This design comes from an exercise in tuning for small area, a short achievable clock period and few clock cycles on the open sky130 flow, not from production work. The RTL was checked by simulation tests, not by an equivalence proof against the original design.

Setup of 05-06:
## nyate_core
module nyate_core (
    input  wire        clk,
    input  wire        rst,           
    input  wire [15:0] ilen,          
    input  wire [10:0] dlen,          
    output wire [14:0] imem_addr,
    input  wire [35:0] imem_rdata,
    output wire [15:0] dmem_addr,
    output wire        dmem_we,
    output wire [17:0] dmem_wdata,
    input  wire [17:0] dmem_rdata,
    output reg         halted,
    output reg  [3:0]  fault_cause,
    output reg  [17:0] fault_detail
);
    localparam K  = 2;           
    localparam NM = 18 / K;      
    localparam KM = 6;           
    localparam NMM = 18 / KM;    
    localparam [3:0] F_ILLEGAL    = 4'd1;
    localparam [3:0] F_CODE_RANGE = 4'd2;
    localparam [3:0] F_DATA_RANGE = 4'd3;
    localparam [3:0] F_DIV_ZERO   = 4'd5;
    localparam [3:0] F_TRAP       = 4'd9;
    localparam SW_Z = 0, SW_N = 1, SW_C = 2, SW_V = 3, SW_SO = 4, SW_DZ = 5,
               SW_TRAP_DZ = 8;
    localparam [8:0] SW_MASK = 9'h13F;
    reg [17:0] regs [0:15];
    reg [8:0]  sw;
    reg [15:0] d_pc;             
    reg        e_valid;
    reg [3:0]  e_step;
    reg [3:0]  e_rd;
    reg [17:0] e_a, e_b, e_imm;
    reg [18:0] e_acc;            
    reg [12:0] e_w;              
    reg        e_qneg, e_rneg;
    reg        e_pf;             
    reg [3:0]  e_pcause;
    reg        e_arith, e_sub, e_usec, e_wr, e_neg, e_abs, e_log, e_shf;
    reg        e_swap;           
    reg [1:0]  e_lop;
    reg [2:0]  e_sop;
    reg        e_rdsw, e_wrsw, e_mul, e_div, e_sgn, e_ld, e_st;
    reg        e_br, e_jal, e_jr, e_trap;
    reg        e_jtr;            
    reg        e_rreg;           
    reg        e_dz;             
  ...
For scale: roughly 5,600 cells after synthesis, about 460 flip-flops.
export LEC_CHECK = 0
export ABC_AREA = 1
export CAP_MARGIN = 20
export CORE_MARGIN = 2
export CORE_UTILIZATION = 50
export CTS_BUF_LIST = sky130_fd_sc_hd__clkbuf_8
export SLEW_MARGIN = 20
create_clock -name core_clock -period 14.0 [get_ports {clk}]
standard.sh (not shown) runs the stock make flow with config.mk's settings and CLKGATE_MAP_FILE= SYNTH_SCRIPT=/design/flow/synth_recipe.tcl, a recipe that flattens the netlist after the stock synthesis.
==> flow/flow/run.sh <==
#!/bin/bash
# Layout flow: the standard layout (the make command of standard.sh),
# except that
#  - the port buffers are plain sky130_fd_sc_hd__buf_2 cells instead of the
#    delay cells buffer_ports picks on its own (every port still gets one);
#  - timing repair aims for 6.4 ns, so that the critical paths get
#    repaired although the 14 ns clock is met, and it may resize cells to
#    other footprints (MATCH_CELL_FOOTPRINT=0). The constraints are unchanged;
#  - clock tree synthesis adds no dummy loads.
# The make output goes to standard_flow.log; each ORFS step keeps its own
# log under orfs/logs/.
set -euo pipefail
cd "$(dirname "$0")/.."
export BUFFER_PORTS_ARGS="-buffer_cell sky130_fd_sc_hd__buf_2"
export SETUP_SLACK_MARGIN=7.6
export CTS_ARGS="-sink_clustering_enable -repair_clock_nets -buf_list sky130_fd_sc_hd__clkbuf_8 -dont_use_dummy_load"
sed 's/"\${@:-finish}"/MATCH_CELL_FOOTPRINT=0 finish/' standard.sh > standard_nofp.sh
grep -q 'MATCH_CELL_FOOTPRINT=0 finish' standard_nofp.sh
bash standard_nofp.sh > standard_flow.log 2>&1
Looking at the reports, 05-06 completed the entire flow and the layout it produced met the timing, DRC and antenna checks.
Testbench counts of 05-06, summed over its fixed seeds: cycles 73,868.
--- input diff 05-06..11-19 ---
==> flow/flow/run.sh <==
#!/bin/bash
# Layout flow: the standard layout (the make command of standard.sh),
# except that
#  - the port buffers are plain sky130_fd_sc_hd__buf_2 cells instead of the
#    delay cells buffer_ports picks on its own (every port still gets one);
#  - timing repair aims for 6.8 ns, so that the critical paths get
#    repaired although the 14 ns clock is met, and it may resize cells to
#    other footprints (MATCH_CELL_FOOTPRINT=0). The constraints are unchanged.
# The make output goes to standard_flow.log; each ORFS step keeps its own
# log under orfs/logs/.
set -euo pipefail
cd "$(dirname "$0")/.."
export BUFFER_PORTS_ARGS="-buffer_cell sky130_fd_sc_hd__buf_2"
export SETUP_SLACK_MARGIN=7.2
sed 's/"\${@:-finish}"/MATCH_CELL_FOOTPRINT=0 finish/' standard.sh > standard_nofp.sh
grep -q 'MATCH_CELL_FOOTPRINT=0 finish' standard_nofp.sh
bash standard_nofp.sh > standard_flow.log 2>&1
## What came out
The cell area was comparable across 05-06 and 11-19. The cell count along the critical path in 11-19 was higher than what 05-06 gave. Changes observed in 11-19 relative to 05-06: non-clock buffer count -9.1%, clock period minus final worst setup slack +0.22 ns, register fraction of the total cell area ~0 delta.

nyate_core again, from the RTL that the note above started with.
export LEC_CHECK = 0
export ABC_AREA = 1
export CAP_MARGIN = 20
export CORE_MARGIN = 2
export CORE_UTILIZATION = 50
export CTS_BUF_LIST = sky130_fd_sc_hd__clkbuf_8
export SLEW_MARGIN = 20
create_clock -name core_clock -period 14.0 [get_ports {clk}]
==> flow/flow/run.sh <==
#!/bin/bash
# Layout flow: the standard layout (the make command of standard.sh),
# except that
#  - the port buffers are plain sky130_fd_sc_hd__buf_2 cells instead of the
#    delay cells buffer_ports picks on its own (every port still gets one);
#  - timing repair aims for 5.4 ns, so that the critical paths get
#    repaired although the 14 ns clock is met, and it may resize cells to
#    other footprints (MATCH_CELL_FOOTPRINT=0). The constraints are unchanged;
#  - clock tree synthesis adds no dummy loads.
# The make output goes to standard_flow.log; each ORFS step keeps its own
# log under orfs/logs/.
set -euo pipefail
cd "$(dirname "$0")/.."
export BUFFER_PORTS_ARGS="-buffer_cell sky130_fd_sc_hd__buf_2"
export SETUP_SLACK_MARGIN=8.6
export CTS_ARGS="-sink_clustering_enable -repair_clock_nets -buf_list sky130_fd_sc_hd__clkbuf_8 -dont_use_dummy_load"
sed 's/"\${@:-finish}"/MATCH_CELL_FOOTPRINT=0 finish/' standard.sh > standard_nofp.sh
grep -q 'MATCH_CELL_FOOTPRINT=0 finish' standard_nofp.sh
bash standard_nofp.sh > standard_flow.log 2>&1
The starting point completed with no timing, DRC or antenna violations.
Testbench counts at the start, summed over its fixed seeds: cycles 73,868.
Edit:
--- a/flow/flow/run.sh
+++ b/flow/flow/run.sh
@@ -6 +6 @@
-#  - timing repair aims for 5.4 ns, so that the critical paths get
+#  - timing repair aims for 6.0 ns, so that the critical paths get
@@ -15 +15 @@
-export SETUP_SLACK_MARGIN=8.6
+export SETUP_SLACK_MARGIN=8.0
Effect: Count of clock-buffer cells in the layout went down by 3; setup slack gains 0.20 ns; routed wire length came out lower by about 1.8%; via count drops by 1.6%; register-to-register slack degrades by 0.58 ns; utilization decreases by 2.9 points.
Edit:
--- a/flow/flow/run.sh
+++ b/flow/flow/run.sh
@@ -6 +6 @@
-#  - timing repair aims for 6.0 ns, so that the critical paths get
+#  - timing repair aims for 6.8 ns, so that the critical paths get
@@ -15 +15 @@
-export SETUP_SLACK_MARGIN=8.0
+export SETUP_SLACK_MARGIN=7.2
Routed wire length falls by 0.39%.
Hold slack improved by 0.018 ns.
Worst setup slack degrades by 0.50 ns.
Global-route usage climbs by 0.20 points.
Final cell count came out lower by 2.2%.
Sequential share of layout area rises by 1.8 points.

== red ==
nyate_core again, from the RTL that the note above started with.
clock: 14.0 ns
lec_check: 0
abc_area: 1
cap_margin: 20
core_margin: 2
core_utilization: 55
cts_buf_list: sky130_fd_sc_hd__clkbuf_8
slew_margin: 20
==> flow/flow/run.sh <==
#!/bin/bash
# Layout flow: the standard layout (the make command of standard.sh),
# except that
#  - the port buffers are plain sky130_fd_sc_hd__buf_2 cells instead of the
#    delay cells buffer_ports picks on its own (every port still gets one);
#  - timing repair aims for 6.4 ns, so that the critical paths get
#    repaired although the 14 ns clock is met, and it may resize cells to
#    other footprints (MATCH_CELL_FOOTPRINT=0). The constraints are unchanged;
#  - clock tree synthesis adds no dummy loads.
# The make output goes to standard_flow.log; each ORFS step keeps its own
# log under orfs/logs/.
set -euo pipefail
cd "$(dirname "$0")/.."
export BUFFER_PORTS_ARGS="-buffer_cell sky130_fd_sc_hd__buf_2"
export SETUP_SLACK_MARGIN=7.6
export CTS_ARGS="-sink_clustering_enable -repair_clock_nets -buf_list sky130_fd_sc_hd__clkbuf_8 -dont_use_dummy_load"
sed 's/"\${@:-finish}"/MATCH_CELL_FOOTPRINT=0 finish/' standard.sh > standard_nofp.sh
grep -q 'MATCH_CELL_FOOTPRINT=0 finish' standard_nofp.sh
bash standard_nofp.sh > standard_flow.log 2>&1
Testbench counts of red, summed over its fixed seeds: cycles 73,868.
Edits applied to the flow inputs when going from red to blue:
- CORE_UTILIZATION changed from 55 to 50
- ABC_AREA removed (was 1)
==> flow/flow/run.sh <==
#!/bin/bash
# Layout flow: the standard layout (the make command of standard.sh),
# except that
#  - the port buffers are plain sky130_fd_sc_hd__buf_2 cells instead of the
#    delay cells buffer_ports picks on its own (every port still gets one);
#  - timing repair aims for 6.8 ns, so that the critical paths get
#    repaired although the 14 ns clock is met, and it may resize cells to
#    other footprints (MATCH_CELL_FOOTPRINT=0). The constraints are unchanged;
#  - clock tree synthesis adds no dummy loads.
# The make output goes to standard_flow.log; each ORFS step keeps its own
# log under orfs/logs/.
set -euo pipefail
cd "$(dirname "$0")/.."
export BUFFER_PORTS_ARGS="-buffer_cell sky130_fd_sc_hd__buf_2"
export SETUP_SLACK_MARGIN=7.2
export CTS_ARGS="-sink_clustering_enable -repair_clock_nets -buf_list sky130_fd_sc_hd__clkbuf_8 -dont_use_dummy_load"
sed 's/"\${@:-finish}"/MATCH_CELL_FOOTPRINT=0 finish/' standard.sh > standard_nofp.sh
grep -q 'MATCH_CELL_FOOTPRINT=0 finish' standard_nofp.sh
bash standard_nofp.sh > standard_flow.log 2>&1
### Flow results
- Between red and blue, the flow reports detailed-route wire length increasing by more than 10%.
- Relative to red, the count of clock-buffer cells in the layout of blue is higher by 7.7%.
- Critical-path cell with the highest stage delay: sky130_fd_sc_hd__nor3b_4 -> blue, sky130_fd_sc_hd__edfxtp_1 -> red
- Of blue and red, the higher ratio of cells with drive above 1 in the final layout belongs to blue.
- blue against red: effective utilization at floorplan moved down; post-route cell area moved up; non-clock buffer count moved up; worst hold slack moved down.

==> re-timing with driven ports <==
No port has a modelled driver above. Below, the same layouts with a new extraction and two added sets of constraints. Step 1 sets driving cells, clkbuf_16 on the clock port and buf_2 on the other inputs (assumed; they add their load-dependent delay and slew). Step 2, shift: input delay + t, output delay - t, t = (earliest + latest rising clock arrival at the registers) / 2. This alone moves slack from input paths to output paths. Slacks: no drivers / after step 1 / after step 2; pairs: no drivers / after step 1.
| run | shift t [ns] | setup WS [ns] | slew at the worst register clock pin (ns) |
|---|---|---|---|
| 05-06 | 0.770 | 7.485 / 7.415 / 6.810 | 0.07 / 0.07 |
| 11-19 | 0.803 | 7.269 / 7.269 / 6.470 | 0.07 / 0.07 |
| the first run of note 2 | 0.770 | 7.561 / 7.488 / 7.333 | 0.07 / 0.07 |
| the second run of note 2 | 0.780 | 7.760 / 7.707 / 7.008 | 0.07 / 0.07 |
| the third run of note 2 | 0.763 | 7.262 / 7.194 / 6.563 | 0.07 / 0.07 |
| red | 0.755 | 7.581 / 7.512 / 7.052 | 0.07 / 0.07 |
| blue | 0.761 | 6.559 / 6.492 / 6.658 | 0.07 / 0.07 |
After both steps setup and hold are still met in every run listed. For 11-19, which loses most, drivers alone change the setup slack by 0.000 ns; drivers and shift together by -0.799 ns.
